What follows belongs to an exercise in optimizing a design on an open flow for small area; a production flow would make more cautious choices.
In this exercise RTL edits were held to simulation tests only and were not proved equivalent to the original.
Power figures rest on the tool's default switching activity, not on a simulated workload.

==> flow/design.v (excerpt) <==
module hx_gen_chain (
    input  wire               clk,
    input  wire               rst,           
    input  wire               cfg_load,      
    input  wire [1:0]         cfg_order,     
    input  wire [3:0]         cfg_rate,      
    input  wire               mod_valid,
    input  wire signed [3:0]  mod_in,
    output wire               fine_valid,
    output wire signed [73:0] fine_data,
    output wire               fine_h,
    output wire               fine_o,
    output wire               coarse_valid,
    output wire signed [10:0] coarse_data,
    output wire               coarse_o
);
Size in the first run: ~1900 cells after synthesis, about 770 flip-flops, about 100 I/O pins, roughly 25000 um^2 of cells after synthesis.
export LEC_CHECK = 0
export CAP_MARGIN = 20
export CORE_MARGIN = 2
export CORE_UTILIZATION = 78
export CTS_BUF_LIST = sky130_fd_sc_hd__clkbuf_8
export CTS_CLUSTER_DIAMETER = 60
export CTS_CLUSTER_SIZE = 18
export GPL_ROUTABILITY_DRIVEN = 0
export GPL_TIMING_DRIVEN = 0
export PLACE_DENSITY = 0.86
export SLEW_MARGIN = 20
create_clock -name core_clock -period 10.0 [get_ports {clk}]
standard.sh (not shown) runs the stock make flow with config.mk's settings and CLKGATE_MAP_FILE= SYNTH_SCRIPT=/design/flow/synth_recipe.tcl, a recipe that flattens the netlist after the stock synthesis.
==> flow/flow/run.sh <==
#!/bin/bash
# The standard layout (standard.sh), with one change: the buffers that
# buffer_ports puts on every input and output port are the platform's smallest
# buffer cell instead of the one buffer_ports picks by default.
set -euo pipefail
export BUFFER_PORTS_ARGS="-buffer_cell sky130_fd_sc_hd__buf_1"
bash standard.sh > standard_flow.log 2>&1
The starting point completed with no timing, DRC or antenna violations.
Next try:
--- a/flow/config.mk
+++ b/flow/config.mk
@@ -14,3 +14 @@
-export GPL_ROUTABILITY_DRIVEN = 0
-export GPL_TIMING_DRIVEN = 0
-export PLACE_DENSITY = 0.86
+export PLACE_DENSITY = 0.8
Outcome: The changed run finished clean; hold slack hardly moves; sequential power stays flat; combinational power drops by 19%; worst setup slack gets better by 0.099 ns; global-route usage went down by 0.94 points.
Next try:
--- a/flow/config.mk
+++ b/flow/config.mk
@@ -10 +10 @@
-export CORE_UTILIZATION = 78
+export CORE_UTILIZATION = 75
@@ -12,3 +12,3 @@
-export CTS_CLUSTER_DIAMETER = 60
-export CTS_CLUSTER_SIZE = 18
-export PLACE_DENSITY = 0.8
+export CTS_CLUSTER_DIAMETER = 55
+export CTS_CLUSTER_SIZE = 16
+export PLACE_DENSITY = 0.85
Setup slack improved by 0.19 ns.
Power grows by 2.9%.
Final area rose by 0.86%.
Maximum frequency grows by 2.2%.
Flip-flop and latch count does not change.
Sequential power stays flat.
Die area went up by 3.9%.
First-iteration DRC count fell by 4.5%.


hx_gen_chain again, from the RTL that the note above started with.
clock: 10.0 ns
lec_check: 0
cap_margin: 20
core_margin: 2
core_utilization: 76
cts_buf_list: sky130_fd_sc_hd__clkbuf_8
cts_cluster_diameter: 60
cts_cluster_size: 18
place_density: 0.9
slew_margin: 20
Scripts as last shown in full above: flow/flow/run.sh
Rerun with:
--- a/flow/config.mk
+++ b/flow/config.mk
@@ -10 +10 @@
-export CORE_UTILIZATION = 76
+export CORE_UTILIZATION = 75
@@ -12,3 +12,3 @@
-export CTS_CLUSTER_DIAMETER = 60
-export CTS_CLUSTER_SIZE = 18
-export PLACE_DENSITY = 0.9
+export CTS_CLUSTER_DIAMETER = 45
+export CTS_CLUSTER_SIZE = 20
+export PLACE_DENSITY = 0.85
Effect:
- flip-flop and latch count stays the same
- worst setup slack gains 0.24 ns
- design area came out higher by 1.3%
- utilization came out higher by 0.43 points
- total power came out higher by 4.8%
Rerun with:
--- a/flow/config.mk
+++ b/flow/config.mk
@@ -11 +11 @@
-export CTS_BUF_LIST = sky130_fd_sc_hd__clkbuf_8
+export CTS_BUF_LIST = sky130_fd_sc_hd__clkbuf_4 sky130_fd_sc_hd__clkbuf_8
@@ -13 +13 @@
-export CTS_CLUSTER_SIZE = 20
+export CTS_CLUSTER_SIZE = 12
What happened: Count of clock-buffer cells in the layout went up by 21. Wire length grows by 1.3%. Final cell count barely changes. Core utilization rises by 0.34 points. First-iteration DRC count shrinks by 3.9%. Sequential power is about the same.
Rerun with:
--- a/flow/config.mk
+++ b/flow/config.mk
@@ -11,3 +11,3 @@
-export CTS_BUF_LIST = sky130_fd_sc_hd__clkbuf_4 sky130_fd_sc_hd__clkbuf_8
-export CTS_CLUSTER_DIAMETER = 45
-export CTS_CLUSTER_SIZE = 12
+export CTS_BUF_LIST = sky130_fd_sc_hd__clkbuf_8
+export CTS_CLUSTER_DIAMETER = 60
+export CTS_CLUSTER_SIZE = 18
=> The changed run finished with timing, DRC and antenna clean. Worst hold slack stays flat. Worst setup slack gets better by 0.028 ns. Wire length is lower by a few percent. Total power is lower by a few percent. Global-route usage is lower by 0.86 points.
Rerun with:
--- a/flow/config.mk
+++ b/flow/config.mk
@@ -10 +10 @@
-export CORE_UTILIZATION = 75
+export CORE_UTILIZATION = 78
@@ -14 +14 @@
-export PLACE_DENSITY = 0.85
+export PLACE_DENSITY = 0.86
After rerunning: Routed wire length increases by 2.0%; core utilization rises by 2.6 points; count of clock-buffer cells in the layout came out lower by 1; synthesized cell count stays the same; total power went down by 0.33%; setup slack loses 0.049 ns.


Another version of the RTL of hx_gen_chain (not shown whole).
For scale: roughly 2300 cells after synthesis, roughly 850 flip-flops, about 100 I/O pins.
// hx_gen_chain
module hx_gen_chain (
    input  wire               clk,
    input  wire               rst,           
    input  wire               cfg_load,      
    input  wire [1:0]         cfg_order,     
    input  wire [3:0]         cfg_rate,      
    input  wire               mod_valid,
    input  wire signed [3:0]  mod_in,
    output wire               fine_valid,
    output wire signed [73:0] fine_data,
    output wire               fine_h,
    output wire               fine_o,
    output wire               coarse_valid,
    output wire signed [10:0] coarse_data,
    output wire               coarse_o
);
    localparam W  = 74;
    localparam ND = 5;                     
    localparam DW = (W + ND - 1) / ND;     
    reg [1:0] order_q;
    reg [3:0] rate_q;
    wire      cfg_ok = (cfg_order != 2'd3) && (cfg_rate <= 4'd10);
    wire      clear  = rst || (cfg_load && cfg_ok);
    always @(posedge clk) begin
        if (rst) begin
            order_q <= 2'd0;
            rate_q  <= 4'd7;
        end else if (cfg_load && cfg_ok) begin
            order_q <= cfg_order;
            rate_q  <= cfg_rate;
        end
    end
    wire [2:0]  n_ord  = {1'b0, order_q} + 3'd3;
    wire [13:0] r_mask = (14'd1 << (rate_q + 4'd4)) - 14'd1;           
    reg [13:0] phase;      
    reg [3:0]  run_len;    
    reg        run_neg;    
    reg [2:0]  age;        
    reg        pos_ok;     
    reg [2:0]  nblk;       
    reg        c_ovl;      
    wire is_pos = (mod_in == 4'sd7);
  ...
Settings: LEC_CHECK=0, CAP_MARGIN=20, CORE_MARGIN=2, CORE_UTILIZATION=75, CTS_BUF_LIST=sky130_fd_sc_hd__clkbuf_8, CTS_CLUSTER_DIAMETER=55, CTS_CLUSTER_SIZE=16, PLACE_DENSITY=0.85, SLEW_MARGIN=20; clock period 10.0 ns.
run.sh (not shown) runs the stock make flow with config.mk's settings and CLKGATE_MAP_FILE= SYNTH_SCRIPT=/design/flow/synth_recipe.tcl, a recipe that flattens the netlist after the stock synthesis.
Stock flow here: none of the scripts above is used.
==> next run, changes <==
- CORE_UTILIZATION: 75 -> 40
- CTS_BUF_LIST: sky130_fd_sc_hd__clkbuf_8 -> unset
- CTS_CLUSTER_DIAMETER: 55 -> unset
- CTS_CLUSTER_SIZE: 16 -> unset
- PLACE_DENSITY: 0.85 -> unset
=>
- register-to-register slack loses 0.04 ns
- final area rose by 7.8%
- worst setup slack gets worse by 0.040 ns
==> next run, changes <==
- CORE_UTILIZATION: 40 -> 70
- CTS_BUF_LIST: unset -> sky130_fd_sc_hd__clkbuf_8
- CTS_CLUSTER_DIAMETER: unset -> 50
- CTS_CLUSTER_SIZE: unset -> 14
- PLACE_DENSITY: unset -> 0.8
=> Clock skew decreases by 0.0092 ns; non-clock buffer count increases by 2; via count increases by 1.5%.

[re-timing with driven ports]
In the flow no input, the clock included, has a driving cell. The finished layouts below were timed again as built, in two steps.
Step 1 sets driving cells, clkbuf_16 on the clock port and buf_2 on the other inputs (assumed; they add their load-dependent delay and slew).
Step 2 moves the port delays by t, midway between the first and last clock arrival at a register: inputs arrive t later, outputs are due t later. That takes back most of the time a late clock gives input paths.
Three values: ideal, step 1, step 2; two values: the first two.
run	t (ns)	setup slack, ns	hold slack, ns	worst setup path after step 2	worst data-port slew with drivers (ns)
the first run of note 1	0.653	1.064 / 1.064 / 1.064	0.324 / 0.324 / 0.324	register to register	0.03
the second run of note 1	0.631	1.163 / 1.163 / 1.163	0.322 / 0.322 / 0.322	register to register	0.03
the third run of note 1	0.673	1.352 / 1.352 / 1.352	0.325 / 0.325 / 0.325	register to register	0.03
the first run of note 2	0.647	1.091 / 1.091 / 1.091	0.325 / 0.325 / 0.325	register to register	0.03
the second run of note 2	0.690	1.328 / 1.328 / 1.328	0.321 / 0.321 / 0.321	register to register	0.03
the third run of note 2	0.635	1.332 / 1.332 / 1.332	0.314 / 0.314 / 0.314	register to register	0.03
the fourth run of note 2	0.666	1.360 / 1.360 / 1.360	0.315 / 0.315 / 0.315	register to register	0.03
the fifth run of note 2	0.649	1.311 / 1.311 / 1.311	0.325 / 0.325 / 0.325	register to register	0.03
the first run of note 3	0.720	1.507 / 1.507 / 1.507	0.320 / 0.320 / 0.320	register to register	0.03
the second run of note 3	0.680	1.466 / 1.466 / 1.466	0.316 / 0.316 / 0.316	register to register	0.03
the third run of note 3	0.680	1.461 / 1.461 / 1.461	0.309 / 0.309 / 0.309	register to register	0.03
After both steps setup and hold are still met in every run listed.
